From an optimization exercise on the open Yosys and OpenROAD flow, aimed at small area and a short achievable clock period; shortcuts taken in it are not production practice.
In this exercise RTL edits were held to simulation tests only and were not proved equivalent to the original.
Power and IR drop assume default switching activity.

<file path="flow/design.v">
module ic_locate_net (
    input  wire [23:0]  synd,
    output wire [175:0] z
);
    wire y24 = synd[14] ^ synd[15];
    wire y25 = synd[6] ^ synd[7];
    wire y26 = synd[12] ^ synd[13];
    wire y27 = synd[4] ^ synd[5];
    wire y28 = synd[11] ^ synd[15];
    wire y29 = synd[0] ^ synd[6];
    wire y30 = synd[8] ^ synd[14];
    wire y31 = synd[2] ^ synd[3];
    wire y32 = synd[9] ^ synd[13];
    wire y33 = synd[1] ^ synd[5];
    wire y34 = synd[9] ^ synd[10];
    wire y35 = synd[11] ^ synd[12];
    wire y36 = synd[2] ^ y25;
    wire y37 = synd[3] ^ synd[7];
    wire y38 = synd[10] ^ y24;
    wire y39 = y27 ^ y29;
    wire y40 = synd[11] ^ y26;
    wire y41 = synd[3] ^ y27;
    wire y42 = y25 ^ y33;
    wire y43 = y24 ^ y32;
    wire y44 = y26 ^ y30;
    wire y45 = synd[1] ^ synd[7];
    wire y46 = synd[10] ^ y35;
    wire y47 = synd[4] ^ y31;
    wire y48 = synd[1] ^ synd[11];
    wire y49 = y31 ^ y45;
    wire y50 = y28 ^ y34;
    wire y51 = synd[7] ^ synd[11];
    wire y52 = synd[3] ^ synd[4];
    wire y53 = synd[10] ^ synd[19];
    wire y54 = synd[15] ^ synd[18];
    wire y55 = synd[1] ^ synd[2];
    wire y56 = synd[5] ^ synd[10];
    wire y57 = synd[19] ^ y24;
    wire y58 = y29 ^ y55;
    wire y59 = y30 ^ y34;
    wire y60 = synd[11] ^ synd[14];
    wire y61 = synd[12] ^ synd[20];
    wire y62 = synd[6] ^ synd[10];
    wire y63 = synd[0] ^ synd[7];
    wire y64 = synd[4] ^ synd[12];
    wire y65 = synd[10] ^ synd[18];
    wire y66 = synd[12] ^ synd[18];
    wire y67 = synd[5] ^ synd[11];
    wire y68 = synd[2] ^ synd[10];
    wire y69 = y25 ^ y52;
    wire y70 = synd[8] ^ y32;
    wire y71 = synd[9] ^ y35;
    wire y72 = synd[13] ^ y30;
    wire y73 = synd[19] ^ y26;
    wire y74 = synd[0] ^ y33;
    wire y75 = synd[7] ^ synd[9];
    wire y76 = synd[13] ^ synd[21];
    wire y77 = synd[15] ^ synd[23];
    wire y78 = synd[12] ^ synd[23];
    wire y79 = synd[4] ^ synd[8];
    wire y80 = synd[5] ^ synd[9];
    wire y81 = synd[0] ^ synd[9];
    wire y82 = synd[5] ^ synd[8];
    wire y83 = synd[5] ^ synd[15];
    wire y84 = synd[5] ^ synd[13];
    wire y85 = synd[3] ^ synd[11];
    wire y86 = synd[13] ^ synd[22];
    wire y87 = synd[12] ^ synd[22];
    wire y88 = synd[14] ^ synd[22];
    wire y89 = synd[6] ^ synd[8];
    wire y90 = synd[12] ^ synd[17];
    wire y91 = synd[4] ^ synd[9];
    wire y92 = synd[15] ^ synd[16];
    wire y93 = synd[11] ^ synd[19];
    wire y94 = synd[5] ^ synd[14];
    wire y95 = synd[4] ^ synd[14];
    wire y96 = synd[13] ^ synd[17];
    wire y97 = synd[13] ^ synd[16];
    wire y98 = synd[7] ^ synd[15];
    wire y99 = synd[8] ^ synd[17];
    wire y100 = synd[13] ^ synd[23];
    wire y101 = synd[7] ^ synd[8];
    wire y102 = synd[6] ^ synd[15];
    wire y103 = synd[8] ^ synd[15];
    wire y104 = synd[13] ^ synd[18];
    wire y105 = synd[6] ^ synd[9];
    wire y106 = synd[14] ^ synd[17];
    wire y107 = synd[14] ^ synd[23];
    wire y108 = synd[8] ^ synd[19];
    wire y109 = synd[14] ^ synd[16];
    wire y110 = synd[4] ^ synd[10];
    wire y111 = synd[15] ^ synd[17];
    wire y112 = synd[0] ^ synd[8];
    wire y113 = synd[6] ^ synd[14];
    wire y114 = synd[8] ^ synd[16];
    wire y115 = synd[4] ^ synd[15];
    wire y116 = synd[4] ^ synd[13];
    wire y117 = synd[12] ^ synd[16];
    wire y118 = synd[12] ^ synd[21];
    wire y119 = synd[8] ^ synd[10];
    wire y120 = synd[1] ^ synd[10];
    wire y121 = synd[1] ^ synd[9];
    wire y122 = synd[9] ^ synd[17];
    wire y123 = synd[9] ^ y37;
    wire y124 = synd[22] ^ y28;
    wire y125 = synd[2] ^ y51;
    wire y126 = y33 ^ y62;
    wire y127 = synd[4] ^ y62;
    wire y128 = y32 ^ y60;
    wire y129 = y29 ^ y31;
    wire y130 = synd[11] ^ y65;
    wire y131 = synd[14] ^ y66;
    wire y132 = synd[13] ^ y53;
    wire y133 = y61 ^ y103;
    wire y134 = synd[0] ^ y52;
    wire y135 = synd[15] ^ y37;
    wire y136 = y63 ^ y64;
    wire y137 = synd[15] ^ y53;
    wire y138 = y29 ^ y67;
    wire y139 = synd[8] ^ y37;
    wire y140 = synd[7] ^ y56;
    wire y141 = synd[6] ^ y67;
    wire y142 = synd[13] ^ y37;
    wire y143 = synd[21] ^ y28;
    wire y144 = y31 ^ y51;
    wire y145 = synd[17] ^ y28;
    wire y146 = synd[13] ^ y54;
    wire y147 = synd[14] ^ y37;
    wire y148 = synd[10] ^ y29;
    wire y149 = y63 ^ y68;
    wire y150 = synd[2] ^ y48;
    wire y151 = y28 ^ y53;
    wire y152 = synd[9] ^ y54;
    wire y153 = y26 ^ y54;
    wire y154 = synd[10] ^ y45;
    wire y155 = y37 ^ y56;
    wire y156 = y27 ^ y51;
    wire y157 = y25 ^ y48;
    wire y158 = synd[16] ^ y28;
    wire y159 = synd[18] ^ y30;
    wire y160 = synd[18] ^ y24;
    wire y161 = y28 ^ y104;
    wire y162 = synd[23] ^ y28;
    wire y163 = synd[12] ^ y37;
    wire y164 = synd[20] ^ y28;
    wire y165 = synd[22] ^ y40;
    wire y166 = synd[23] ^ y40;
    wire y167 = synd[8] ^ y39;
    wire y168 = synd[20] ^ y40;
    wire y169 = synd[22] ^ y44;
    wire y170 = synd[13] ^ y42;
    wire y171 = synd[21] ^ y70;
    wire y172 = synd[3] ^ y126;
    wire y173 = synd[9] ^ y39;
    wire y174 = synd[16] ^ y40;
    wire y175 = synd[17] ^ y44;
    wire y176 = synd[14] ^ y39;
    wire y177 = synd[20] ^ y43;
    wire y178 = synd[16] ^ y46;
    wire y179 = synd[14] ^ y36;
    wire y180 = y72 ^ y130;
    wire y181 = synd[13] ^ y39;
    wire y182 = synd[14] ^ y41;
    wire y183 = synd[14] ^ y49;
    wire y184 = synd[9] ^ y42;
    wire y185 = synd[17] ^ y40;
    wire y186 = y56 ^ y129;
    wire y187 = synd[9] ^ y57;
    wire y188 = y71 ^ y108;
    wire y189 = synd[21] ^ y38;
    wire y190 = synd[18] ^ y128;
    wire y191 = synd[13] ^ y58;
    wire y192 = y69 ^ y120;
    wire y193 = synd[16] ^ y38;
    wire y194 = synd[14] ^ y47;
    wire y195 = synd[12] ^ y49;
    wire y196 = synd[8] ^ y151;
    wire y197 = synd[15] ^ y42;
    wire y198 = synd[15] ^ y73;
    wire y199 = synd[13] ^ y36;
    wire y200 = synd[20] ^ y50;
    wire y201 = synd[16] ^ y44;
    wire y202 = synd[12] ^ y47;
    wire y203 = synd[20] ^ y59;
    wire y204 = y60 ^ y132;
    wire y205 = synd[15] ^ y49;
    wire y206 = synd[15] ^ y47;
    wire y207 = y34 ^ y57;
    wire y208 = synd[23] ^ y38;
    wire y209 = synd[19] ^ y72;
    wire y210 = synd[12] ^ y58;
    wire y211 = y27 ^ y149;
    wire y212 = y36 ^ y48;
    wire y213 = synd[23] ^ y44;
    wire y214 = y38 ^ y66;
    wire y215 = synd[21] ^ y46;
    wire y216 = synd[8] ^ y42;
    wire y217 = synd[15] ^ y41;
    wire y218 = synd[20] ^ y38;
    wire y219 = synd[14] ^ y42;
    wire y220 = synd[20] ^ y46;
    wire y221 = synd[12] ^ y39;
    wire y222 = synd[21] ^ y43;
    wire y223 = synd[20] ^ y70;
    wire y224 = synd[9] ^ y41;
    wire y225 = synd[8] ^ y41;
    wire y226 = synd[12] ^ y41;
    wire y227 = synd[15] ^ y36;
    wire y228 = synd[21] ^ y50;
    wire y229 = synd[22] ^ y43;
    wire y230 = synd[12] ^ y42;
    wire y231 = synd[9] ^ y36;
    wire y232 = synd[14] ^ y58;
    wire y233 = synd[12] ^ y74;
    wire y234 = synd[20] ^ y44;
    wire y235 = synd[15] ^ y39;
    wire y236 = y35 ^ y57;
    wire y237 = synd[11] ^ y69;
    wire y238 = y48 ^ y134;
    wire y239 = synd[12] ^ y36;
    wire y240 = y34 ^ y73;
    wire y241 = synd[8] ^ y47;
    wire y242 = y119 ^ y153;
    wire y243 = synd[13] ^ y41;
    wire y244 = synd[23] ^ y43;
    wire y245 = synd[23] ^ y46;
    wire y246 = synd[16] ^ y43;
    wire y247 = synd[22] ^ y50;
    wire y248 = synd[22] ^ y59;
    wire y249 = y36 ^ y110;
    wire y250 = y31 ^ y141;
    wire y251 = y71 ^ y160;
    wire y252 = synd[13] ^ y74;
    wire y253 = synd[22] ^ y38;
    wire y254 = synd[17] ^ y38;
    wire y255 = synd[8] ^ y36;
    wire y256 = synd[21] ^ y40;
    wire y257 = synd[13] ^ y47;
    wire y258 = synd[17] ^ y43;
    wire y259 = synd[13] ^ y49;
    wire y260 = y27 ^ y150;
    wire y261 = synd[0] ^ y144;
    wire y262 = synd[21] ^ y59;
    wire y263 = synd[21] ^ y44;
    wire y264 = synd[23] ^ y50;
    wire y265 = synd[22] ^ y46;
    assign z[0] = y112;
    assign z[1] = y121;
    assign z[2] = y68;
    assign z[3] = y85;
    assign z[4] = y64;
    assign z[5] = y84;
    assign z[6] = y113;
    assign z[7] = y98;
    assign z[8] = y114;
    assign z[9] = y122;
    assign z[10] = y65;
    assign z[11] = y93;
    assign z[12] = y61;
    assign z[13] = y76;
    assign z[14] = y88;
    assign z[15] = y77;
    assign z[16] = y101;
    assign z[17] = y81;
    assign z[18] = y154;
    assign z[19] = y125;
    assign z[20] = y163;
    assign z[21] = y116;
    assign z[22] = y94;
    assign z[23] = y102;
    assign z[24] = y92;
    assign z[25] = y99;
    assign z[26] = y152;
    assign z[27] = y137;
    assign z[28] = y164;
    assign z[29] = y118;
    assign z[30] = y86;
    assign z[31] = y107;
    assign z[32] = y89;
    assign z[33] = y75;
    assign z[34] = y148;
    assign z[35] = y157;
    assign z[36] = y239;
    assign z[37] = y142;
    assign z[38] = y95;
    assign z[39] = y83;
    assign z[40] = y109;
    assign z[41] = y111;
    assign z[42] = y159;
    assign z[43] = y187;
    assign z[44] = y218;
    assign z[45] = y143;
    assign z[46] = y87;
    assign z[47] = y100;
    assign z[48] = y82;
    assign z[49] = y105;
    assign z[50] = y140;
    assign z[51] = y138;
    assign z[52] = y230;
    assign z[53] = y199;
    assign z[54] = y147;
    assign z[55] = y115;
    assign z[56] = y97;
    assign z[57] = y106;
    assign z[58] = y146;
    assign z[59] = y209;
    assign z[60] = y177;
    assign z[61] = y189;
    assign z[62] = y124;
    assign z[63] = y78;
    assign z[64] = y79;
    assign z[65] = y80;
    assign z[66] = y127;
    assign z[67] = y156;
    assign z[68] = y221;
    assign z[69] = y170;
    assign z[70] = y179;
    assign z[71] = y135;
    assign z[72] = y117;
    assign z[73] = y96;
    assign z[74] = y131;
    assign z[75] = y198;
    assign z[76] = y234;
    assign z[77] = y222;
    assign z[78] = y253;
    assign z[79] = y162;
    assign z[80] = y139;
    assign z[81] = y91;
    assign z[82] = y155;
    assign z[83] = y237;
    assign z[84] = y226;
    assign z[85] = y181;
    assign z[86] = y219;
    assign z[87] = y227;
    assign z[88] = y158;
    assign z[89] = y90;
    assign z[90] = y161;
    assign z[91] = y236;
    assign z[92] = y168;
    assign z[93] = y263;
    assign z[94] = y229;
    assign z[95] = y208;
    assign z[96] = y255;
    assign z[97] = y123;
    assign z[98] = y249;
    assign z[99] = y250;
    assign z[100] = y202;
    assign z[101] = y243;
    assign z[102] = y176;
    assign z[103] = y197;
    assign z[104] = y193;
    assign z[105] = y145;
    assign z[106] = y214;
    assign z[107] = y204;
    assign z[108] = y220;
    assign z[109] = y256;
    assign z[110] = y169;
    assign z[111] = y244;
    assign z[112] = y216;
    assign z[113] = y231;
    assign z[114] = y172;
    assign z[115] = y260;
    assign z[116] = y195;
    assign z[117] = y257;
    assign z[118] = y182;
    assign z[119] = y235;
    assign z[120] = y246;
    assign z[121] = y254;
    assign z[122] = y190;
    assign z[123] = y240;
    assign z[124] = y200;
    assign z[125] = y215;
    assign z[126] = y165;
    assign z[127] = y213;
    assign z[128] = y167;
    assign z[129] = y184;
    assign z[130] = y211;
    assign z[131] = y238;
    assign z[132] = y210;
    assign z[133] = y259;
    assign z[134] = y194;
    assign z[135] = y217;
    assign z[136] = y201;
    assign z[137] = y258;
    assign z[138] = y242;
    assign z[139] = y188;
    assign z[140] = y203;
    assign z[141] = y228;
    assign z[142] = y265;
    assign z[143] = y166;
    assign z[144] = y225;
    assign z[145] = y173;
    assign z[146] = y192;
    assign z[147] = y261;
    assign z[148] = y233;
    assign z[149] = y191;
    assign z[150] = y183;
    assign z[151] = y206;
    assign z[152] = y174;
    assign z[153] = y175;
    assign z[154] = y251;
    assign z[155] = y196;
    assign z[156] = y223;
    assign z[157] = y262;
    assign z[158] = y247;
    assign z[159] = y245;
    assign z[160] = y241;
    assign z[161] = y224;
    assign z[162] = y186;
    assign z[163] = y212;
    assign z[164] = y136;
    assign z[165] = y252;
    assign z[166] = y232;
    assign z[167] = y205;
    assign z[168] = y178;
    assign z[169] = y185;
    assign z[170] = y180;
    assign z[171] = y207;
    assign z[172] = y133;
    assign z[173] = y171;
    assign z[174] = y248;
    assign z[175] = y264;
endmodule
module ic_encoder (
    input  wire [63:0] data,
    output wire [23:0] check
);
    wire e64 = data[40] ^ data[41];
    wire e65 = data[59] ^ data[43];
    wire e66 = data[51] ^ e64;
    wire e67 = data[62] ^ data[19];
    wire e68 = data[55] ^ data[46];
    wire e69 = data[38] ^ data[6];
    wire e70 = data[60] ^ data[17];
    wire e71 = data[61] ^ data[21];
    wire e72 = data[54] ^ data[11];
    wire e73 = data[52] ^ e65;
    wire e74 = data[35] ^ data[23];
    wire e75 = data[47] ^ data[39];
    wire e76 = data[26] ^ data[16];
    wire e77 = data[53] ^ data[44];
    wire e78 = data[56] ^ data[25];
    wire e79 = data[49] ^ data[36];
    wire e80 = data[57] ^ data[24];
    wire e81 = data[42] ^ data[27];
    wire e82 = data[45] ^ data[30];
    wire e83 = data[28] ^ e66;
    wire e84 = data[58] ^ data[48];
    wire e85 = data[50] ^ data[7];
    wire e86 = data[63] ^ data[20];
    wire e87 = data[12] ^ data[14];
    wire e88 = data[5] ^ e73;
    wire e89 = data[31] ^ data[13];
    wire e90 = data[37] ^ e74;
    wire e91 = data[22] ^ e67;
    wire e92 = data[8] ^ e69;
    wire e93 = data[33] ^ e75;
    wire e94 = e70 ^ e81;
    wire e95 = e72 ^ e77;
    wire e96 = data[18] ^ e71;
    wire e97 = data[32] ^ data[2];
    wire e98 = data[34] ^ data[4];
    wire e99 = e76 ^ e80;
    wire e100 = data[10] ^ e68;
    wire e101 = e78 ^ e82;
    wire e102 = e83 ^ e86;
    wire e103 = data[9] ^ data[1];
    wire e104 = data[58] ^ data[3];
    wire e105 = data[28] ^ data[29];
    wire e106 = data[0] ^ e79;
    wire e107 = e84 ^ e87;
    wire e108 = e85 ^ e90;
    wire e109 = data[54] ^ e96;
    wire e110 = e88 ^ e93;
    wire e111 = data[18] ^ data[15];
    wire e112 = data[52] ^ data[42];
    wire e113 = data[53] ^ data[20];
    wire e114 = data[56] ^ data[12];
    wire e115 = data[9] ^ data[7];
    wire e116 = data[61] ^ data[5];
    wire e117 = e71 ^ e97;
    wire e118 = data[36] ^ e98;
    wire e119 = e97 ^ e104;
    wire e120 = e82 ^ e114;
    wire e121 = e69 ^ e79;
    wire e122 = data[29] ^ e85;
    wire e123 = data[0] ^ e76;
    wire e124 = e68 ^ e89;
    wire e125 = e67 ^ e87;
    wire e126 = data[59] ^ e66;
    wire e127 = data[32] ^ e91;
    wire e128 = data[13] ^ e106;
    wire e129 = e78 ^ e92;
    wire e130 = data[6] ^ e94;
    wire e131 = data[60] ^ e92;
    wire e132 = data[24] ^ e95;
    wire e133 = e80 ^ e107;
    wire e134 = data[15] ^ e99;
    wire e135 = data[25] ^ e83;
    wire e136 = data[37] ^ data[38];
    wire e137 = data[49] ^ data[19];
    wire e138 = data[51] ^ data[46];
    wire e139 = data[47] ^ data[33];
    wire e140 = data[48] ^ data[16];
    wire e141 = data[57] ^ data[62];
    wire e142 = data[22] ^ data[5];
    wire e143 = data[55] ^ data[17];
    wire e144 = data[37] ^ data[31];
    wire e145 = data[26] ^ data[31];
    wire e146 = data[39] ^ data[30];
    wire e147 = e68 ^ e111;
    wire e148 = data[19] ^ e112;
    wire e149 = data[23] ^ e70;
    wire e150 = data[34] ^ e103;
    wire e151 = e74 ^ e113;
    wire e152 = data[1] ^ e137;
    wire e153 = data[45] ^ e72;
    wire e154 = data[20] ^ e139;
    wire e155 = data[3] ^ e115;
    wire e156 = data[46] ^ e89;
    wire e157 = data[40] ^ e75;
    wire e158 = e84 ^ e98;
    wire e159 = data[41] ^ e105;
    wire e160 = data[35] ^ e77;
    wire e161 = data[38] ^ e116;
    wire e162 = data[14] ^ e99;
    wire e163 = e86 ^ e93;
    wire e164 = e73 ^ e100;
    wire e165 = e96 ^ e153;
    wire e166 = e118 ^ e119;
    wire e167 = data[10] ^ e95;
    wire e168 = e121 ^ e142;
    wire e169 = e95 ^ e105;
    wire e170 = data[50] ^ e124;
    wire e171 = e101 ^ e123;
    wire e172 = data[45] ^ e94;
    wire e173 = e122 ^ e146;
    wire e174 = data[12] ^ e108;
    wire e175 = e126 ^ e128;
    wire e176 = e91 ^ e130;
    wire e177 = e65 ^ e131;
    wire e178 = e154 ^ e166;
    wire e179 = e108 ^ e157;
    wire e180 = data[44] ^ e109;
    wire e181 = data[11] ^ e88;
    wire e182 = e133 ^ e145;
    wire e183 = e102 ^ e117;
    wire e184 = e110 ^ e155;
    wire e185 = e102 ^ e120;
    wire e186 = e72 ^ e135;
    wire e187 = data[39] ^ data[16];
    wire e188 = data[24] ^ data[7];
    wire e189 = data[44] ^ data[29];
    wire e190 = data[56] ^ data[21];
    wire e191 = data[63] ^ data[34];
    wire e192 = data[36] ^ data[23];
    wire e193 = data[57] ^ data[48];
    wire e194 = data[27] ^ data[10];
    wire e195 = data[57] ^ data[26];
    wire e196 = data[14] ^ data[15];
    wire e197 = data[43] ^ data[47];
    wire e198 = data[29] ^ data[13];
    wire e199 = data[43] ^ data[6];
    wire e200 = data[27] ^ data[18];
    wire e201 = data[49] ^ data[42];
    wire e202 = data[52] ^ data[43];
    wire e203 = data[25] ^ data[8];
    wire e204 = data[9] ^ data[10];
    wire e205 = data[50] ^ data[4];
    wire e206 = e84 ^ e187;
    wire e207 = data[8] ^ e85;
    wire e208 = e103 ^ e136;
    wire e209 = e87 ^ e188;
    wire e210 = data[9] ^ e138;
    wire e211 = data[35] ^ e71;
    wire e212 = e113 ^ e136;
    wire e213 = e70 ^ e98;
    wire e214 = e140 ^ e141;
    wire e215 = e143 ^ e191;
    wire e216 = data[58] ^ e65;
    wire e217 = e79 ^ e86;
    wire e218 = e68 ^ e141;
    wire e219 = e144 ^ e192;
    wire e220 = data[21] ^ e69;
    wire e221 = e103 ^ e193;
    wire e222 = data[1] ^ e74;
    wire e223 = e143 ^ e194;
    wire e224 = e78 ^ e195;
    wire e225 = data[60] ^ e81;
    wire e226 = e197 ^ e198;
    wire e227 = e75 ^ e80;
    wire e228 = e112 ^ e199;
    wire e229 = data[7] ^ e70;
    wire e230 = data[49] ^ e67;
    wire e231 = e84 ^ e138;
    wire e232 = e89 ^ e201;
    wire e233 = data[2] ^ e202;
    wire e234 = e203 ^ e204;
    wire e235 = data[61] ^ e76;
    wire e236 = e79 ^ e81;
    wire e237 = e82 ^ e89;
    wire e238 = e104 ^ e111;
    wire e239 = e64 ^ e76;
    wire e240 = e144 ^ e205;
    wire e241 = e147 ^ e206;
    wire e242 = e148 ^ e149;
    wire e243 = e207 ^ e208;
    wire e244 = e117 ^ e150;
    wire e245 = e151 ^ e209;
    wire e246 = data[3] ^ e93;
    wire e247 = e100 ^ e107;
    wire e248 = e90 ^ e148;
    wire e249 = e189 ^ e210;
    wire e250 = e100 ^ e118;
    wire e251 = e120 ^ e140;
    wire e252 = e211 ^ e212;
    wire e253 = e90 ^ e156;
    wire e254 = e190 ^ e213;
    wire e255 = e101 ^ e116;
    wire e256 = e216 ^ e217;
    wire e257 = e122 ^ e123;
    wire e258 = e218 ^ e219;
    wire e259 = e106 ^ e151;
    wire e260 = e220 ^ e221;
    wire e261 = e125 ^ e222;
    wire e262 = e64 ^ e101;
    wire e263 = e119 ^ e152;
    wire e264 = e77 ^ e91;
    wire e265 = e90 ^ e158;
    wire e266 = e196 ^ e224;
    wire e267 = e91 ^ e96;
    wire e268 = e100 ^ e121;
    wire e269 = e158 ^ e159;
    wire e270 = e160 ^ e225;
    wire e271 = e94 ^ e147;
    wire e272 = e161 ^ e226;
    wire e273 = e101 ^ e124;
    wire e274 = e125 ^ e159;
    wire e275 = e227 ^ e228;
    wire e276 = e161 ^ e200;
    wire e277 = e92 ^ e149;
    wire e278 = e230 ^ e231;
    wire e279 = e150 ^ e232;
    wire e280 = e66 ^ e160;
    wire e281 = e233 ^ e234;
    wire e282 = e73 ^ e115;
    wire e283 = e235 ^ e236;
    wire e284 = e237 ^ e238;
    wire e285 = e125 ^ e239;
    wire e286 = e127 ^ e129;
    wire e287 = e162 ^ e163;
    wire e288 = e242 ^ e243;
    wire e289 = e128 ^ e164;
    wire e290 = e244 ^ e245;
    wire e291 = e132 ^ e152;
    wire e292 = e246 ^ e247;
    wire e293 = e131 ^ e165;
    wire e294 = e248 ^ e249;
    wire e295 = e127 ^ e250;
    wire e296 = e251 ^ e252;
    wire e297 = e163 ^ e167;
    wire e298 = e168 ^ e214;
    wire e299 = e253 ^ e254;
    wire e300 = e133 ^ e165;
    wire e301 = e168 ^ e215;
    wire e302 = e169 ^ e255;
    wire e303 = e257 ^ e258;
    wire e304 = e88 ^ e170;
    wire e305 = e259 ^ e260;
    wire e306 = e171 ^ e223;
    wire e307 = e109 ^ e134;
    wire e308 = e156 ^ e262;
    wire e309 = e94 ^ e126;
    wire e310 = e129 ^ e162;
    wire e311 = e170 ^ e264;
    wire e312 = e109 ^ e172;
    wire e313 = e265 ^ e266;
    wire e314 = e88 ^ e134;
    wire e315 = e267 ^ e268;
    wire e316 = e269 ^ e270;
    wire e317 = e132 ^ e271;
    wire e318 = e273 ^ e274;
    wire e319 = e127 ^ e229;
    wire e320 = e132 ^ e171;
    wire e321 = e277 ^ e278;
    wire e322 = e83 ^ e129;
    wire e323 = e134 ^ e173;
    wire e324 = e130 ^ e173;
    wire e325 = e280 ^ e281;
    wire e326 = e167 ^ e282;
    wire e327 = e283 ^ e284;
    wire e328 = e164 ^ e169;
    wire e329 = e172 ^ e240;
    wire e330 = e174 ^ e175;
    wire e331 = e241 ^ e286;
    wire e332 = e175 ^ e287;
    wire e333 = e176 ^ e289;
    wire e334 = e177 ^ e291;
    wire e335 = e178 ^ e293;
    wire e336 = e295 ^ e296;
    wire e337 = e297 ^ e298;
    wire e338 = e179 ^ e300;
    wire e339 = e176 ^ e179;
    wire e340 = e256 ^ e302;
    wire e341 = e177 ^ e180;
    wire e342 = e304 ^ e305;
    wire e343 = e181 ^ e261;
    wire e344 = e110 ^ e174;
    wire e345 = e263 ^ e307;
    wire e346 = e178 ^ e309;
    wire e347 = e310 ^ e311;
    wire e348 = e102 ^ e312;
    wire e349 = e314 ^ e315;
    wire e350 = e272 ^ e317;
    wire e351 = e180 ^ e275;
    wire e352 = e182 ^ e276;
    wire e353 = e110 ^ e320;
    wire e354 = e181 ^ e279;
    wire e355 = e322 ^ e323;
    wire e356 = e182 ^ e324;
    wire e357 = e135 ^ e326;
    wire e358 = e285 ^ e328;
    wire e359 = e330 ^ e331;
    wire e360 = e288 ^ e332;
    wire e361 = e290 ^ e333;
    wire e362 = e183 ^ e292;
    wire e363 = e294 ^ e335;
    wire e364 = e184 ^ e336;
    wire e365 = e299 ^ e337;
    wire e366 = e301 ^ e338;
    wire e367 = e339 ^ e340;
    wire e368 = e185 ^ e303;
    wire e369 = e186 ^ e342;
    wire e370 = e183 ^ e306;
    wire e371 = e308 ^ e344;
    wire e372 = e346 ^ e347;
    wire e373 = e184 ^ e313;
    wire e374 = e316 ^ e349;
    wire e375 = e185 ^ e350;
    wire e376 = e318 ^ e351;
    wire e377 = e186 ^ e319;
    wire e378 = e321 ^ e353;
    wire e379 = e354 ^ e355;
    wire e380 = e325 ^ e356;
    wire e381 = e327 ^ e357;
    wire e382 = e329 ^ e358;
    wire e383 = e334 ^ e362;
    wire e384 = e341 ^ e368;
    wire e385 = e343 ^ e370;
    wire e386 = e345 ^ e371;
    wire e387 = e348 ^ e373;
    wire e388 = e352 ^ e377;
    assign check[16] = e359;
    assign check[17] = e360;
    assign check[18] = e361;
    assign check[19] = e383;
    assign check[20] = e363;
    assign check[21] = e364;
    assign check[22] = e365;
    assign check[23] = e366;
    assign check[8] = e367;
    assign check[9] = e384;
    assign check[10] = e369;
    assign check[11] = e385;
    assign check[12] = e386;
    assign check[13] = e372;
    assign check[14] = e387;
    assign check[15] = e374;
    assign check[0] = e375;
    assign check[1] = e376;
    assign check[2] = e388;
    assign check[3] = e378;
    assign check[4] = e379;
    assign check[5] = e380;
    assign check[6] = e381;
    assign check[7] = e382;
endmodule
module ic_syndrome (
    input  wire [87:0] word,
    output wire [23:0] synd
);
    wire x88 = word[75] ^ word[54];
    wire x89 = word[82] ^ word[76];
    wire x90 = word[84] ^ word[36];
    wire x91 = word[68] ^ word[62];
    wire x92 = word[81] ^ word[60];
    wire x93 = word[72] ^ word[30];
    wire x94 = word[61] ^ word[55];
    wire x95 = word[69] ^ word[63];
    wire x96 = word[70] ^ word[23];
    wire x97 = word[80] ^ word[59];
    wire x98 = word[29] ^ word[22];
    wire x99 = word[47] ^ word[15];
    wire x100 = word[50] ^ word[43];
    wire x101 = word[67] ^ word[46];
    wire x102 = word[66] ^ word[31];
    wire x103 = word[73] ^ word[38];
    wire x104 = word[78] ^ word[37];
    wire x105 = word[74] ^ word[39];
    wire x106 = word[83] ^ word[71];
    wire x107 = x88 ^ x92;
    wire x108 = x89 ^ x94;
    wire x109 = word[58] ^ x93;
    wire x110 = word[51] ^ word[44];
    wire x111 = word[64] ^ word[52];
    wire x112 = word[48] ^ word[42];
    wire x113 = word[65] ^ word[53];
    wire x114 = word[57] ^ word[45];
    wire x115 = word[77] ^ x106;
    wire x116 = x97 ^ x103;
    wire x117 = x105 ^ x107;
    wire x118 = word[86] ^ word[79];
    wire x119 = word[32] ^ word[14];
    wire x120 = word[41] ^ word[35];
    wire x121 = word[27] ^ word[21];
    wire x122 = word[40] ^ word[28];
    wire x123 = word[26] ^ word[20];
    wire x124 = x98 ^ x100;
    wire x125 = word[85] ^ x104;
    wire x126 = word[34] ^ x122;
    wire x127 = x119 ^ x123;
    wire x128 = x91 ^ x95;
    wire x129 = word[33] ^ x121;
    wire x130 = x96 ^ x120;
    wire x131 = x90 ^ x112;
    wire x132 = x102 ^ x116;
    wire x133 = word[87] ^ x109;
    wire x134 = word[56] ^ word[49];
    wire x135 = x111 ^ x114;
    wire x136 = x99 ^ x113;
    wire x137 = x95 ^ x115;
    wire x138 = x110 ^ x125;
    wire x139 = x101 ^ x108;
    wire x140 = x126 ^ x128;
    wire x141 = x127 ^ x131;
    wire x142 = word[49] ^ word[25];
    wire x143 = word[77] ^ word[37];
    wire x144 = word[53] ^ word[47];
    wire x145 = word[68] ^ word[61];
    wire x146 = word[64] ^ word[0];
    wire x147 = word[51] ^ word[43];
    wire x148 = word[84] ^ word[1];
    wire x149 = word[52] ^ word[45];
    wire x150 = word[36] ^ word[24];
    wire x151 = word[80] ^ word[8];
    wire x152 = word[39] ^ word[31];
    wire x153 = word[73] ^ word[9];
    wire x154 = word[69] ^ word[21];
    wire x155 = word[82] ^ word[34];
    wire x156 = word[87] ^ word[7];
    wire x157 = word[83] ^ word[35];
    wire x158 = word[74] ^ word[50];
    wire x159 = word[29] ^ word[13];
    wire x160 = word[78] ^ word[54];
    wire x161 = word[86] ^ word[46];
    wire x162 = word[58] ^ word[18];
    wire x163 = word[44] ^ word[4];
    wire x164 = word[30] ^ word[6];
    wire x165 = word[11] ^ word[15];
    wire x166 = word[59] ^ word[3];
    wire x167 = word[56] ^ word[16];
    wire x168 = word[57] ^ word[17];
    wire x169 = word[81] ^ word[75];
    wire x170 = word[71] ^ word[23];
    wire x171 = x118 ^ x145;
    wire x172 = x88 ^ x99;
    wire x173 = word[22] ^ x161;
    wire x174 = word[19] ^ x113;
    wire x175 = x100 ^ x134;
    wire x176 = word[10] ^ x158;
    wire x177 = word[65] ^ x96;
    wire x178 = x101 ^ x149;
    wire x179 = x110 ^ x124;
    wire x180 = x129 ^ x130;
    wire x181 = x108 ^ x172;
    wire x182 = word[67] ^ x129;
    wire x183 = word[2] ^ x135;
    wire x184 = x124 ^ x181;
    wire x185 = word[66] ^ x180;
    wire x186 = x117 ^ x171;
    wire x187 = x133 ^ x179;
    wire x188 = x111 ^ x139;
    wire x189 = x102 ^ x141;
    wire x190 = x132 ^ x178;
    wire x191 = x138 ^ x148;
    wire x192 = x117 ^ x140;
    wire x193 = word[27] ^ word[20];
    wire x194 = word[81] ^ word[1];
    wire x195 = word[48] ^ word[32];
    wire x196 = word[51] ^ word[5];
    wire x197 = word[79] ^ word[55];
    wire x198 = word[40] ^ word[5];
    wire x199 = word[18] ^ word[4];
    wire x200 = word[47] ^ word[30];
    wire x201 = word[13] ^ word[6];
    wire x202 = word[70] ^ word[57];
    wire x203 = word[76] ^ word[55];
    wire x204 = word[69] ^ word[9];
    wire x205 = word[26] ^ word[12];
    wire x206 = word[60] ^ word[12];
    wire x207 = word[72] ^ word[17];
    wire x208 = word[78] ^ word[36];
    wire x209 = word[37] ^ word[3];
    wire x210 = word[19] ^ word[11];
    wire x211 = word[61] ^ word[45];
    wire x212 = word[68] ^ word[28];
    wire x213 = word[82] ^ word[10];
    wire x214 = word[85] ^ word[16];
    wire x215 = word[72] ^ word[40];
    wire x216 = word[62] ^ word[38];
    wire x217 = word[42] ^ word[2];
    wire x218 = word[70] ^ word[14];
    wire x219 = word[62] ^ word[8];
    wire x220 = word[52] ^ word[20];
    wire x221 = word[85] ^ word[53];
    wire x222 = word[64] ^ word[23];
    wire x223 = word[79] ^ word[0];
    wire x224 = word[60] ^ word[29];
    wire x225 = word[65] ^ word[41];
    wire x226 = word[73] ^ word[12];
    wire x227 = word[32] ^ word[25];
    wire x228 = word[43] ^ word[31];
    wire x229 = word[66] ^ word[26];
    wire x230 = word[75] ^ word[27];
    wire x231 = word[42] ^ word[14];
    wire x232 = word[44] ^ word[38];
    wire x233 = word[83] ^ word[77];
    wire x234 = word[70] ^ word[15];
    wire x235 = word[74] ^ word[7];
    wire x236 = word[48] ^ word[41];
    wire x237 = x90 ^ x206;
    wire x238 = x99 ^ x156;
    wire x239 = x162 ^ x226;
    wire x240 = x101 ^ x213;
    wire x241 = x144 ^ x193;
    wire x242 = x92 ^ x105;
    wire x243 = word[33] ^ x205;
    wire x244 = x154 ^ x231;
    wire x245 = x194 ^ x225;
    wire x246 = word[80] ^ x98;
    wire x247 = x114 ^ x118;
    wire x248 = word[63] ^ x90;
    wire x249 = x150 ^ x164;
    wire x250 = x150 ^ x209;
    wire x251 = x114 ^ x196;
    wire x252 = x143 ^ x211;
    wire x253 = x89 ^ x200;
    wire x254 = x97 ^ x104;
    wire x255 = x168 ^ x222;
    wire x256 = x157 ^ x210;
    wire x257 = x159 ^ x235;
    wire x258 = x163 ^ x220;
    wire x259 = x208 ^ x214;
    wire x260 = x104 ^ x147;
    wire x261 = x93 ^ x232;
    wire x262 = word[28] ^ x134;
    wire x263 = x162 ^ x217;
    wire x264 = x143 ^ x165;
    wire x265 = x146 ^ x151;
    wire x266 = word[33] ^ x142;
    wire x267 = x199 ^ x227;
    wire x268 = word[24] ^ x215;
    wire x269 = x164 ^ x216;
    wire x270 = x106 ^ x118;
    wire x271 = x167 ^ x169;
    wire x272 = word[67] ^ x166;
    wire x273 = word[5] ^ x159;
    wire x274 = x94 ^ x163;
    wire x275 = x155 ^ x236;
    wire x276 = word[76] ^ x212;
    wire x277 = x154 ^ x221;
    wire x278 = x91 ^ x157;
    wire x279 = x166 ^ x224;
    wire x280 = x153 ^ x160;
    wire x281 = x160 ^ x218;
    wire x282 = x146 ^ x202;
    wire x283 = x89 ^ x207;
    wire x284 = x155 ^ x229;
    wire x285 = x98 ^ x169;
    wire x286 = x91 ^ x204;
    wire x287 = x153 ^ x168;
    wire x288 = word[63] ^ x152;
    wire x289 = x90 ^ x233;
    wire x290 = x152 ^ x234;
    wire x291 = x147 ^ x230;
    wire x292 = x91 ^ x228;
    wire x293 = word[49] ^ x151;
    wire x294 = x203 ^ x219;
    wire x295 = x170 ^ x197;
    wire x296 = x170 ^ x198;
    wire x297 = x144 ^ x156;
    wire x298 = x167 ^ x195;
    wire x299 = x245 ^ x266;
    wire x300 = x177 ^ x267;
    wire x301 = x239 ^ x249;
    wire x302 = x174 ^ x243;
    wire x303 = x238 ^ x295;
    wire x304 = x177 ^ x294;
    wire x305 = x131 ^ x174;
    wire x306 = x244 ^ x262;
    wire x307 = x112 ^ x130;
    wire x308 = x173 ^ x260;
    wire x309 = x269 ^ x281;
    wire x310 = x176 ^ x263;
    wire x311 = x103 ^ x175;
    wire x312 = x136 ^ x250;
    wire x313 = x115 ^ x253;
    wire x314 = x130 ^ x254;
    wire x315 = x125 ^ x175;
    wire x316 = x282 ^ x289;
    wire x317 = x127 ^ x136;
    wire x318 = x116 ^ x274;
    wire x319 = word[22] ^ x271;
    wire x320 = x259 ^ x286;
    wire x321 = x223 ^ x261;
    wire x322 = x165 ^ x283;
    wire x323 = x115 ^ x136;
    wire x324 = x278 ^ x297;
    wire x325 = x109 ^ x296;
    wire x326 = x246 ^ x251;
    wire x327 = x247 ^ x290;
    wire x328 = x268 ^ x298;
    wire x329 = x256 ^ x291;
    wire x330 = x126 ^ x285;
    wire x331 = x201 ^ x241;
    wire x332 = x248 ^ x264;
    wire x333 = x257 ^ x292;
    wire x334 = x273 ^ x277;
    wire x335 = x237 ^ x258;
    wire x336 = x279 ^ x280;
    wire x337 = x240 ^ x255;
    wire x338 = x182 ^ x327;
    wire x339 = x176 ^ x182;
    wire x340 = x284 ^ x310;
    wire x341 = x109 ^ x304;
    wire x342 = x142 ^ x305;
    wire x343 = x275 ^ x331;
    wire x344 = x242 ^ x325;
    wire x345 = x293 ^ x308;
    wire x346 = x132 ^ x332;
    wire x347 = x312 ^ x337;
    wire x348 = x313 ^ x314;
    wire x349 = x137 ^ x307;
    wire x350 = x128 ^ x316;
    wire x351 = x132 ^ x183;
    wire x352 = x288 ^ x303;
    wire x353 = x317 ^ x319;
    wire x354 = x276 ^ x335;
    wire x355 = x315 ^ x321;
    wire x356 = x140 ^ x318;
    wire x357 = x141 ^ x323;
    wire x358 = x287 ^ x299;
    wire x359 = x173 ^ x309;
    wire x360 = x265 ^ x328;
    wire x361 = x138 ^ x302;
    wire x362 = x107 ^ x137;
    wire x363 = x322 ^ x326;
    wire x364 = x272 ^ x329;
    wire x365 = x133 ^ x336;
    wire x366 = x117 ^ x139;
    wire x367 = x135 ^ x300;
    wire x368 = x108 ^ x311;
    wire x369 = x301 ^ x330;
    wire x370 = x306 ^ x324;
    wire x371 = x270 ^ x320;
    wire x372 = x252 ^ x334;
    wire x373 = x133 ^ x183;
    wire x374 = x333 ^ x348;
    wire x375 = x190 ^ x343;
    wire x376 = x357 ^ x365;
    wire x377 = x192 ^ x363;
    wire x378 = x137 ^ x341;
    wire x379 = x191 ^ x338;
    wire x380 = x186 ^ x347;
    wire x381 = x189 ^ x192;
    wire x382 = x346 ^ x367;
    wire x383 = x355 ^ x362;
    wire x384 = x339 ^ x356;
    wire x385 = x184 ^ x350;
    wire x386 = x366 ^ x370;
    wire x387 = x184 ^ x371;
    wire x388 = x188 ^ x369;
    wire x389 = x190 ^ x361;
    wire x390 = x345 ^ x373;
    wire x391 = x185 ^ x188;
    wire x392 = x353 ^ x384;
    wire x393 = x381 ^ x390;
    wire x394 = x368 ^ x379;
    wire x395 = x351 ^ x387;
    wire x396 = x185 ^ x377;
    wire x397 = x376 ^ x391;
    wire x398 = x189 ^ x383;
    wire x399 = x342 ^ x374;
    wire x400 = x344 ^ x389;
    wire x401 = x187 ^ x382;
    wire x402 = x191 ^ x378;
    wire x403 = x349 ^ x388;
    wire x404 = x186 ^ x375;
    wire x405 = x187 ^ x380;
    assign synd[0] = x360;
    assign synd[1] = x358;
    assign synd[2] = x340;
    assign synd[3] = x364;
    assign synd[4] = x354;
    assign synd[5] = x372;
    assign synd[6] = x359;
    assign synd[7] = x352;
    assign synd[8] = x385;
    assign synd[9] = x402;
    assign synd[10] = x395;
    assign synd[11] = x405;
    assign synd[12] = x401;
    assign synd[13] = x400;
    assign synd[14] = x404;
    assign synd[15] = x386;
    assign synd[16] = x398;
    assign synd[17] = x394;
    assign synd[18] = x393;
    assign synd[19] = x397;
    assign synd[20] = x392;
    assign synd[21] = x396;
    assign synd[22] = x403;
    assign synd[23] = x399;
endmodule
module ic_locate (
    input  wire [23:0] synd,      
    output wire [10:0] fit        
);
    wire [175:0] z;
    ic_locate_net u_net (.synd(synd), .z(z));
    genvar s;
    generate
        for (s = 0; s < 11; s = s + 1) begin : g_sym
            assign fit[s] = ~|z[16*(10-s) +: 16];
        end
    endgenerate
endmodule
module ic_decoder (
    input  wire [87:0] word,
    input  wire [7:0]  s0,        
    input  wire [10:0] fit,
    output wire [87:0] fixed,     
    output wire        ce,        
    output wire        ue,        
    output wire [3:0]  sym        
);
    wire nz0 = |s0;
    genvar s;
    generate
        for (s = 0; s < 11; s = s + 1) begin : g_sym
            assign fixed[87-8*s -: 8] = word[87-8*s -: 8] ^ ({8{fit[s]}} & s0);
        end
    endgenerate
    assign ce     = nz0 & (|fit);
    assign sym[0] = nz0 & (fit[1] | fit[3] | fit[5] | fit[7] | fit[9]);
    assign sym[1] = nz0 & (fit[2] | fit[3] | fit[6] | fit[7] | fit[10]);
    assign sym[2] = nz0 & (fit[4] | fit[5] | fit[6] | fit[7]);
    assign sym[3] = nz0 & (fit[8] | fit[9] | fit[10]);
    assign ue     = (nz0 | ~fit[10]) & ~ce;
endmodule
module ic_line_codec (
    input  wire         clk,
    input  wire         rst,             
    input  wire         rd_valid,
    input  wire [351:0] rd_line,         
    output reg          rd_out_valid,
    output reg  [351:0] rd_out_line,     
    output reg  [3:0]   rd_out_ce,
    output reg  [3:0]   rd_out_ue,
    output reg  [15:0]  rd_out_sym,      
    input  wire         wr_valid,
    input  wire [255:0] wr_data,         
    output reg          wr_out_valid,
    output reg  [95:0]  wr_out_check     
);
    wire [95:0]  synd;
    wire [43:0]  fit;
    wire [351:0] fixed;
    wire [3:0]   ce;
    wire [3:0]   ue;
    wire [15:0]  sym;
    wire [95:0]  check;
    reg         rd_v_q;
    reg [351:0] rd_line_q;
    reg [95:0]  synd_q;
    genvar l;
    generate
        for (l = 0; l < 4; l = l + 1) begin : g_lane
            ic_syndrome u_syn (
                .word (rd_line[88*l +: 88]),
                .synd (synd[24*l +: 24])
            );
            ic_locate u_loc (
                .synd (synd_q[24*l +: 24]),
                .fit  (fit[11*l +: 11])
            );
            ic_decoder u_dec (
                .word  (rd_line_q[88*l +: 88]),
                .s0    (synd_q[24*l +: 8]),
                .fit   (fit[11*l +: 11]),
                .fixed (fixed[88*l +: 88]),
                .ce    (ce[l]),
                .ue    (ue[l]),
                .sym   (sym[4*l +: 4])
            );
            ic_encoder u_enc (
                .data  (wr_data[64*l +: 64]),
                .check (check[24*l +: 24])
            );
        end
    endgenerate
    always @(posedge clk) begin
        if (rst) begin
            rd_v_q       <= 1'b0;
            rd_out_valid <= 1'b0;
            wr_out_valid <= 1'b0;
        end else begin
            rd_v_q       <= rd_valid;
            rd_out_valid <= rd_v_q;
            wr_out_valid <= wr_valid;
        end
        rd_line_q    <= rd_line;
        synd_q       <= synd;
        rd_out_line  <= fixed;
        rd_out_ce    <= ce;
        rd_out_ue    <= ue;
        rd_out_sym   <= sym;
        wr_out_check <= check;
    end
endmodule
</file>
<file path="flow/config.mk">
export PLATFORM = sky130hd
export DESIGN_NAME = ic_line_codec
export DESIGN_NICKNAME = ic_line_codec
export VERILOG_FILES = /design/flow/design.v
export SDC_FILE = /design/flow/constraint.sdc
export NUM_CORES = 4
export LEC_CHECK = 0
export CAP_MARGIN = 20
export CORE_MARGIN = 2
export CORE_UTILIZATION = 55
export SETUP_SLACK_MARGIN = 3.3
export SLEW_MARGIN = 20
</file>
<file path="flow/standard.sh">
#!/bin/bash
# synth_recipe.tcl (not shown) runs the flow's synth.tcl, then flattens the netlist and writes it again
# the make line also repeats each setting of config.mk as NAME=value (left out here)
make -C /OpenROAD-flow-scripts/flow DESIGN_CONFIG=/design/flow/config.mk WORK_HOME=/design/flow/orfs CLKGATE_MAP_FILE= SYNTH_SCRIPT=/design/flow/synth_recipe.tcl "${@:-finish}"
</file>
<file path="flow/flow/run.sh">
#!/bin/bash
# The standard layout, with every input port buffered by buf_2 and every
# output port by buf_1 (flip-flops drive the outputs) instead of the buffer
# cell buffer_ports picks by default.
set -euo pipefail
export BUFFER_PORTS_ARGS="-inputs -buffer_cell sky130_fd_sc_hd__buf_2"
export POST_GLOBAL_PLACE_TCL="$PWD/flow/outbuf.tcl"
bash standard.sh > standard.log 2>&1
</file>
<file path="flow/flow/outbuf.tcl">
# Buffer every output port; detailed placement legalizes the new buffers.
buffer_ports -outputs -buffer_cell sky130_fd_sc_hd__buf_1
</file>
<file path="flow/constraint.sdc">
create_clock -name core_clock -period 6.0 [get_ports {clk}]
set_input_delay 1.2000 -clock core_clock [delete_from_list [all_inputs] [get_ports {clk}]]
set_output_delay 1.2000 -clock core_clock [all_outputs]
set_load 0.01 [all_outputs]
</file>
==> impl_metrics.csv <==
group,metric,value,unit
status,outcome,"finished clean",
clock_network,clk_path_buf_depth,3,
place,placed_cells,8334,
global_routing,grtUsageMet1,54.0,%
critical_path,r2r-end,"rd_out_line[155]$_DFF_P_",
global_routing,track_usage,42.6,%
critical_path,worstSetupStartpointType,"flop",
detailed_routing,drc,0,
timing,hold_viol,0,
floorplanning,die_h,332,um
critical_path,rrSetupSlack,3160,ps
critical_path,required,6600,ps
global_routing,grt_pass1_wl,342000,um
global_routing,grt_use_met3,7.75,%
detailed_routing,wl_per_cell,28.2,um
place,hpwl,191000,um
timing,max_freq,352,MHz
floorplanning,core_area,0.107,sq mm
global_routing,antenna_found_initial,55,
final_layout,area_growth,25.8,%
critical_path,reg2reg_depth,14,
clock_network,cts_tree,"built",
timing,min_period,2840,ps
critical_path,cp-endpoint,"rd_out_line[155]$_DFF_P_",
synthesis,syn_area_per_cell,9.77,sq um
global_routing,grt.met2_usage,68.4,%
critical_path,end_kind,"flop",
synthesis,synthCells,6054,
synthesis,synth-edff-count,0,
clock_network,numCtsBuffers,96,
clock_network,clkTransAtPathRegs,60,ps
timing,fin_skew,32.6,ps
final_layout,drive_above_1_share,21.3,%
synthesis,synthArstFlopShare,0,%
worst_hold_path,hold_path_class,"reg2reg",
timing,setup_violations,0,
clock_network,worstSkewPairLatency,720,ps
synthesis,ys_warn_count,1,
detailed_routing,dr.pass1.iters,6,
synthesis,ys_seq_elements,923,
detailed_routing,drtAntennaViolNets,0,
final_layout,final_area,0.0744,sq mm
global_routing,grt_max_degree,34,
place,io_buffers,1085,
power,ir_drop,0.414,mV
floorplanning,fp.dieArea,0.110,sq mm
critical_path,crit_start,"synd_q[29]$_DFF_P_",
synthesis,syn_area,0.0591,sq mm
timing,finalCritPeriodShare,47.3,%
timing,fin_tns_setup,0,ps
power,power.density,625,mW/mm^2
floorplanning,start_util,55.3,%
detailed_routing,vias,49600,
detailed_routing,vias_per_cell,5.64,
power,leakagePower,28.1,nW
global_routing,first_global_vias,48300,
timing,relSlewSlack,37.5,%
detailed_routing,drtIter0Drc,5788,
synthesis,syn-num-nets,6678,
floorplanning,fp-row-count,120,
clock_network,clkSinkCount,923,
flow_run,drv_cap,0,
synthesis,synth_flop_cell,"dfxtp_1",
final_layout,fin_util,69.6,%
critical_path,crit_fanout,8,
power,power,46.5,mW
synthesis,synth.distinct_cells,83,
floorplanning,die_w,332,um
timing,slew_viol_final,0,
floorplanning,ios,1086,
clock_network,cts_root_buf,"clkbuf_16",
critical_path,rr_startpoint,"synd_q[29]$_DFF_P_",
clock_network,ctsHoldBuffers,0,
synthesis,yosysSeqAreaShare,31.2,%
critical_path,criticalPathCategory,"reg2reg",
critical_path,arrival,3440,ps
global_routing,top_usage_layer,"met2",
final_layout,nets,7909,
final_layout,fin_cells,8795,
global_routing,gr-total-overflow,0,
timing,rsz0062_at_grt,"true",
clock_network,cts_max_level,3,
timing,worst_pin_slew,930,ps
detailed_routing,totalWireLength,248000,um
place,placed_area,0.0660,sq mm
critical path, cell delays in order, from the launching register on:
cell and delay (ps):
dfxtp_4 370, buf_12 120, clkinvlp_4 120, ha_4 260, buf_12 140, xnor2_4 140
buf_6 150, xnor2_2 120, nor4_1 330, nand2_1 150, nor4_4 310, buf_6 170
buf_12 140, nand2_4 60, xnor2_2 140
worst min-delay path by stage:
stage | cells past startpoint | to | from
floorplan | 1 | rd_out_line[216]$_DFF_P_ | rd_line_q[216]$_DFF_P_
global placement | 1 | rd_out_line[248]$_DFF_P_ | rd_line_q[248]$_DFF_P_
detailed placement | 1 | rd_out_line[216]$_DFF_P_ | rd_line_q[216]$_DFF_P_
CTS | 1 | rd_out_line[0]$_DFF_P_ | rd_line_q[0]$_DFF_P_
global route | 1 | rd_out_line[0]$_DFF_P_ | rd_line_q[0]$_DFF_P_
finish | 1 | rd_out_line[0]$_DFF_P_ | rd_line_q[0]$_DFF_P_
per-layer routing:
metal	wire length, um	vias to the layer above
met5	201	-
met4	17000	32
met3	24700	860
met2	112000	3283
met1	94300	23800
li1	-	21600
layout make-up:
| type | count | area, sq um |
|---|---|---|
| antenna | 34 | 85.1 |
| clock buffer | 132 | 2670 |
| clock inverter | 39 | 587 |
| fill | 8243 | 32500 |
| inverter | 43 | 205 |
| multi-input combinational | 4805 | 42100 |
| sequential | 923 | 18600 |
| tap | 1403 | 1760 |
| timing repair buffer | 1416 | 8330 |
cell families after synthesis:
logic type / count (synthesis) / share of synthesized area, %
buf+inv: 330 / 2.34
mux: 36 / 0.654
flops: 923 / 31.2
simple gates: 1019 / 8.72
fa+ha+maj: 12 / 0.254
compound gates: 211 / 2.52
xor+xnor: 3523 / 54.3
cells in the final DEF, fill, tap and decap left out, types with 32 or more instances in the layout:
cell type  Yosys  final
nand3_1       72     72
nand2_1      413    360
xnor2_1     2701   2604
buf_12         0     46
xnor2_2       12     91
xnor3_1       52     41
buf_6          0     44
xor2_2         6     45
buf_4          6    213
o22ai_1       32     32
clkbuf_16      0    102
nor2_1        81     79
dfxtp_4        0     32
diode_2        0     34
dfxtp_1      923    865
buf_2         98    612
xor2_1       727    665
or3_1         40     37
and3_1        98     93
nor3_1       125    115
mux2i_1       33     32
buf_1         59    474
where the power goes:
group / internal (mW) / switching, mW / leakage, nW / total, mW
clock network: 3.54 / 2.67 / 1.57 / 6.21
logic: 14.5 / 17.0 / 18.7 / 31.4
registers: 7.33 / 1.48 / 7.79 / 8.81
total: 25.3 / 21.1 / 28.1 / 46.5
synthesized netlist by cell type, drive strengths merged (16+ instances only):
| master | number | share of area, % |
|---|---|---|
| a21oi | 31 | 0.27 |
| and2 | 21 | 0.22 |
| and3 | 98 | 1.0 |
| buf | 163 | 1.3 |
| clkbuf | 124 | 0.79 |
| dfxtp | 923 | 31 |
| inv | 42 | 0.27 |
| mux2i | 33 | 0.56 |
| nand2 | 413 | 2.6 |
| nand2b | 16 | 0.17 |
| nand3 | 72 | 0.61 |
| nand4 | 23 | 0.24 |
| nor2 | 82 | 0.52 |
| nor2b | 16 | 0.17 |
| nor3 | 127 | 1.1 |
| nor4 | 45 | 0.73 |
| o21ai | 35 | 0.30 |
| o22ai | 32 | 0.34 |
| or2 | 18 | 0.19 |
| or3 | 40 | 0.42 |
| xnor2 | 2717 | 41 |
| xnor3 | 52 | 2.0 |
| xor2 | 733 | 11 |
| xor3 | 21 | 0.84 |
state kept, by name, indices dropped and copies added, names as in the netlist:
register      flops
synd_q           96
rd_out_ue         4
rd_out_valid      1
rd_out_sym       16
rd_out_line     352
rd_out_ce         4
rd_v_q            1
rd_line_q       352
wr_out_check     96
wr_out_valid      1
repair_timing:
action,CTS,global route
gates resized for setup,274,301
endpoints found under the setup margin,352,313
buffers inserted,128,114
pin swaps,66,88
cloned,5,9
through the flow:
stage          setup slack [ps]  hold WS [ps]
2_1_floorplan              2970           404
3_3_place_gp               2170           408
3_5_place_dp               2090           411
4_1_cts                    3210           405
5_1_grt                    3080           415
6_report                   3160           406

[re-timing with driven ports]
The flow's constraints put no driver on any port. The routed layout listed below was extracted and timed again, unchanged, in two steps. Step 1 assumes that a clkbuf_16 drives the clock port and a buf_2 every other input. Step 2, shift: input delay + t, output delay - t, t = (earliest + latest rising clock arrival at the registers) / 2. This alone moves slack from input paths to output paths. Slacks: ideal / step 1 / step 2; pairs: ideal / step 1.
t, ns: 0.788
setup WS [ns]: 3.162 / 3.162 / 2.528
clock arrival spread, ns: 0.039 / 0.039
worst register clock-pin slew, ns: 0.07 / 0.07
worst slew at a driven data input, ns: 0.16
After both steps this run still meets setup and hold. The setup slack of this run moves by 0.000 ns with the drivers and by -0.634 ns with both steps.
